Background: an optimization exercise with open tools, aiming at small area and a short achievable clock period. Do not read the settings as production practice. The RTL was checked by simulation tests, not by an equivalence proof against the original design. Power is estimated from default activity; no workload was simulated.

## tundra
## fp32_lane
module fp32_lane (
    input  wire        clk,
    input  wire        rst,
    input  wire        in_valid,
    input  wire [3:0]  in_op,
    input  wire [31:0] in_a,
    input  wire [31:0] in_b,
    input  wire [31:0] in_c,
    output reg         out_valid,
    output reg  [31:0] out_result,
    output reg  [2:0]  out_flags      
);
==> flow/config.mk <==
export PLATFORM = sky130hd
export DESIGN_NAME = fp32_lane
export DESIGN_NICKNAME = fp32_lane
export VERILOG_FILES = /design/flow/design.v
export SDC_FILE = /design/flow/constraint.sdc
export NUM_CORES = 4
export LEC_CHECK = 0
export CAP_MARGIN = 20
export CORE_MARGIN = 2
export CORE_UTILIZATION = 70
export SLEW_MARGIN = 20
export SYNTH_HIERARCHICAL = 1
export BUFFER_PORTS_ARGS = -inputs -outputs -buffer_cell sky130_fd_sc_hd__buf_2
export SETUP_SLACK_MARGIN = 18.15
==> flow/constraint.sdc <==
create_clock -name core_clock -period 24.0 [get_ports {clk}]
set_input_delay 4.8000 -clock core_clock [delete_from_list [all_inputs] [get_ports {clk}]]
set_output_delay 4.8000 -clock core_clock [all_outputs]
set_load 0.01 [all_outputs]
standard.sh (not shown) runs the stock make flow with config.mk's settings and CLKGATE_MAP_FILE= SYNTH_SCRIPT=/design/flow/synth_recipe.tcl, a recipe that flattens the netlist after the stock synthesis.
==> flow/flow/run.sh <==
#!/bin/bash
# Layout flow: the standard layout (standard.sh) with two changes:
#  - every input and output port is buffered by a plain buf_2 instead of the
#    default port buffer;
#  - the timing repair after CTS and global routing aims for a setup slack of
#    18.15 ns at the design's 24 ns clock (paths of at most 5.85 ns); the SDC
#    and the clock period are the design's, unchanged.
set -euo pipefail
cat >> config.mk <<'EOC'
export BUFFER_PORTS_ARGS = -inputs -outputs -buffer_cell sky130_fd_sc_hd__buf_2
export SETUP_SLACK_MARGIN = 18.15
EOC
bash standard.sh finish > standard.log 2>&1
--- input diff tundra..harbor ---
- SETUP_SLACK_MARGIN removed (was 18.15)
- CORE_UTILIZATION changed from 70 to 60
==> flow/flow/run.sh <==
#!/bin/bash
# Layout flow: the standard layout (standard.sh), with every input and
# output port buffered by a plain buf_2 instead of the default port buffer.
set -euo pipefail
echo 'export BUFFER_PORTS_ARGS = -inputs -outputs -buffer_cell sky130_fd_sc_hd__buf_2' >> config.mk
bash standard.sh finish > standard.log 2>&1
### Flow results
Compared with tundra, in harbor first-pass iteration count of the detailed router shrank by 11; count of clock buffers in the final design grew by 2; critical path data arrival time grew by 5.28 ns; die footprint grew by 10000 um^2; largest incremental delay on the critical path grew by 0.69 ns.
Final area for harbor: 0.73% up relative to tundra
Global-route usage ends up lower on harbor.
Re max-cap violation count: no difference whatsoever between harbor and tundra.
Re critical path depth: tundra and harbor aren't equal, and the lower value belongs to tundra.
Setup slack in harbor is smaller than in tundra.
#### Input delta (raven over harbor)
- an added SETUP_SLACK_MARGIN of 18.15
- an added RECOVER_POWER of 100
==> flow/flow/run.sh <==
#!/bin/bash
# Layout flow: the standard layout (standard.sh) with two changes:
#  - every input and output port is buffered by a plain buf_2 instead of the
#    default port buffer;
#  - the timing repair after CTS and global routing aims for a setup slack of
#    18.15 ns at the design's 24 ns clock (paths of at most 5.85 ns); the SDC
#    and the clock period are the design's, unchanged;
#  - after global routing, gates off the critical paths are downsized
#    (RECOVER_POWER).
set -euo pipefail
cat >> config.mk <<'EOC'
export BUFFER_PORTS_ARGS = -inputs -outputs -buffer_cell sky130_fd_sc_hd__buf_2
export SETUP_SLACK_MARGIN = 18.15
export RECOVER_POWER = 100
EOC
bash standard.sh finish > standard.log 2>&1
Results
Changes observed in raven relative to harbor: fraction of standard cell area in multi-input logic essentially unchanged; proportion of cell area occupied by registers essentially unchanged; cell count essentially unchanged; count of final hold-check violations essentially unchanged. For fmax, dividing the value from harbor by the value from raven gives 1.4. Although it ran to completion, raven produced a layout that fails the final checks because of max-capacitance violations, max-slew violations. Relative to harbor, smallest setup slack after layout has gone down in raven. On final cycle utilization of the critical path, the higher figure sits with raven, not harbor. There was hardly any difference in first-iteration DRC count between raven and harbor. Combinational power share across harbor and raven: no real change. The end point of the critical path comes out r1_zm[21]$_DFF_P_ in one run and r3_lz[0]$_DFF_P_ in the other, namely in harbor and raven respectively.
The inputs of quartz differ from those of raven as listed below.
- CTS_CLUSTER_SIZE newly set to 28
- RECOVER_POWER removed (was 100)
- CTS_CLUSTER_DIAMETER newly set to 90
==> flow/flow/run.sh <==
#!/bin/bash
# Layout flow: the standard layout (standard.sh) with two changes:
#  - every input and output port is buffered by a plain buf_2 instead of the
#    default port buffer;
#  - the timing repair after CTS and global routing aims for a setup slack of
#    18.15 ns at the design's 24 ns clock (paths of at most 5.85 ns); the SDC
#    and the clock period are the design's, unchanged.
set -euo pipefail
cat >> config.mk <<'EOC'
export BUFFER_PORTS_ARGS = -inputs -outputs -buffer_cell sky130_fd_sc_hd__buf_2
export SETUP_SLACK_MARGIN = 18.15
EOC
bash standard.sh finish > standard.log 2>&1
==> summary.txt <==
quartz went all the way through the flow, and no timing, DRC or antenna check failed.
Compared with raven, quartz shows a count of fill cells added during filler insertion that is 20 higher.
Compared with raven, quartz shows final setup skew higher by 0.014 ns.
Reported for quartz and raven, total DRC errors in the routed layout turned out identical to the last digit.
Post-cts gate resize count came out higher on quartz than on raven.
Looking at worst-case setup margin in the final layout, quartz sits 2.52 ns higher than raven does.
Startpoint of the worst setup timing path: r2_s[45]$_DFF_P_ -> raven, out_flags[0]$_SDFF_PP0_ -> quartz
Global-route usage | quartz below raven
NOTE: portion of total power attributed to combinational logic in quartz exceeds that of raven
raven -> quartz: clock net sink count delta 0, exact match
Compared to raven, quartz has routed length on met1 720 um lower.
Changes in maple relative to quartz:
- CTS_CLUSTER_SIZE: 28 -> 20
- CTS_CLUSTER_DIAMETER: 90 -> 80
Results
[maple] CTS clock-pin slew for the worst setup and hold paths fell 0.02 ns relative to quartz. Relative to quartz, combined global-route utilization of all metal layers increased by 0.20 points in maple. The higher clock power share of maple and quartz is in maple. Diff quartz..maple | global placer's final weighted congestion | unchanged. On met1 capacity usage during global routing, maple and quartz are neck and neck. Delta (maple minus quartz): final wirelength now sits at about the same level; final area now sits higher; count of clock buffers in the final design now sits higher; stage delay of the slowest cell on the critical path now sits at about the same level; total number of vias now sits higher.

==> port drivers added, routing unchanged <==
No port has a modelled driver above. Below, the same layouts with a new extraction and two added sets of constraints. Step 1, drivers: a clkbuf_16 drives clk and a buf_2 each remaining input, both assumed. Step 2 moves the port delays by t, midway between the first and last clock arrival at a register: inputs arrive t later, outputs are due t later. That takes back most of the time a late clock gives input paths. Three values: ideal, step 1, step 2; two values: the first two.
run	t (ns)	setup slack, ns	worst setup path at the end	worst data-port slew with drivers (ns)
tundra	0.648	18.156 / 18.097 / 17.652	input to register	0.06
harbor	0.671	18.110 / 18.092 / 17.921	input to register	0.07
raven	0.671	15.584 / 15.584 / 15.584	register to register	0.07
quartz	0.704	18.100 / 18.032 / 17.942	input to register	0.06
maple	0.647	18.177 / 18.108 / 17.954	input to register	0.06
The setup slack of tundra, which loses most, moves by -0.059 ns with the drivers and by -0.504 ns with both steps.
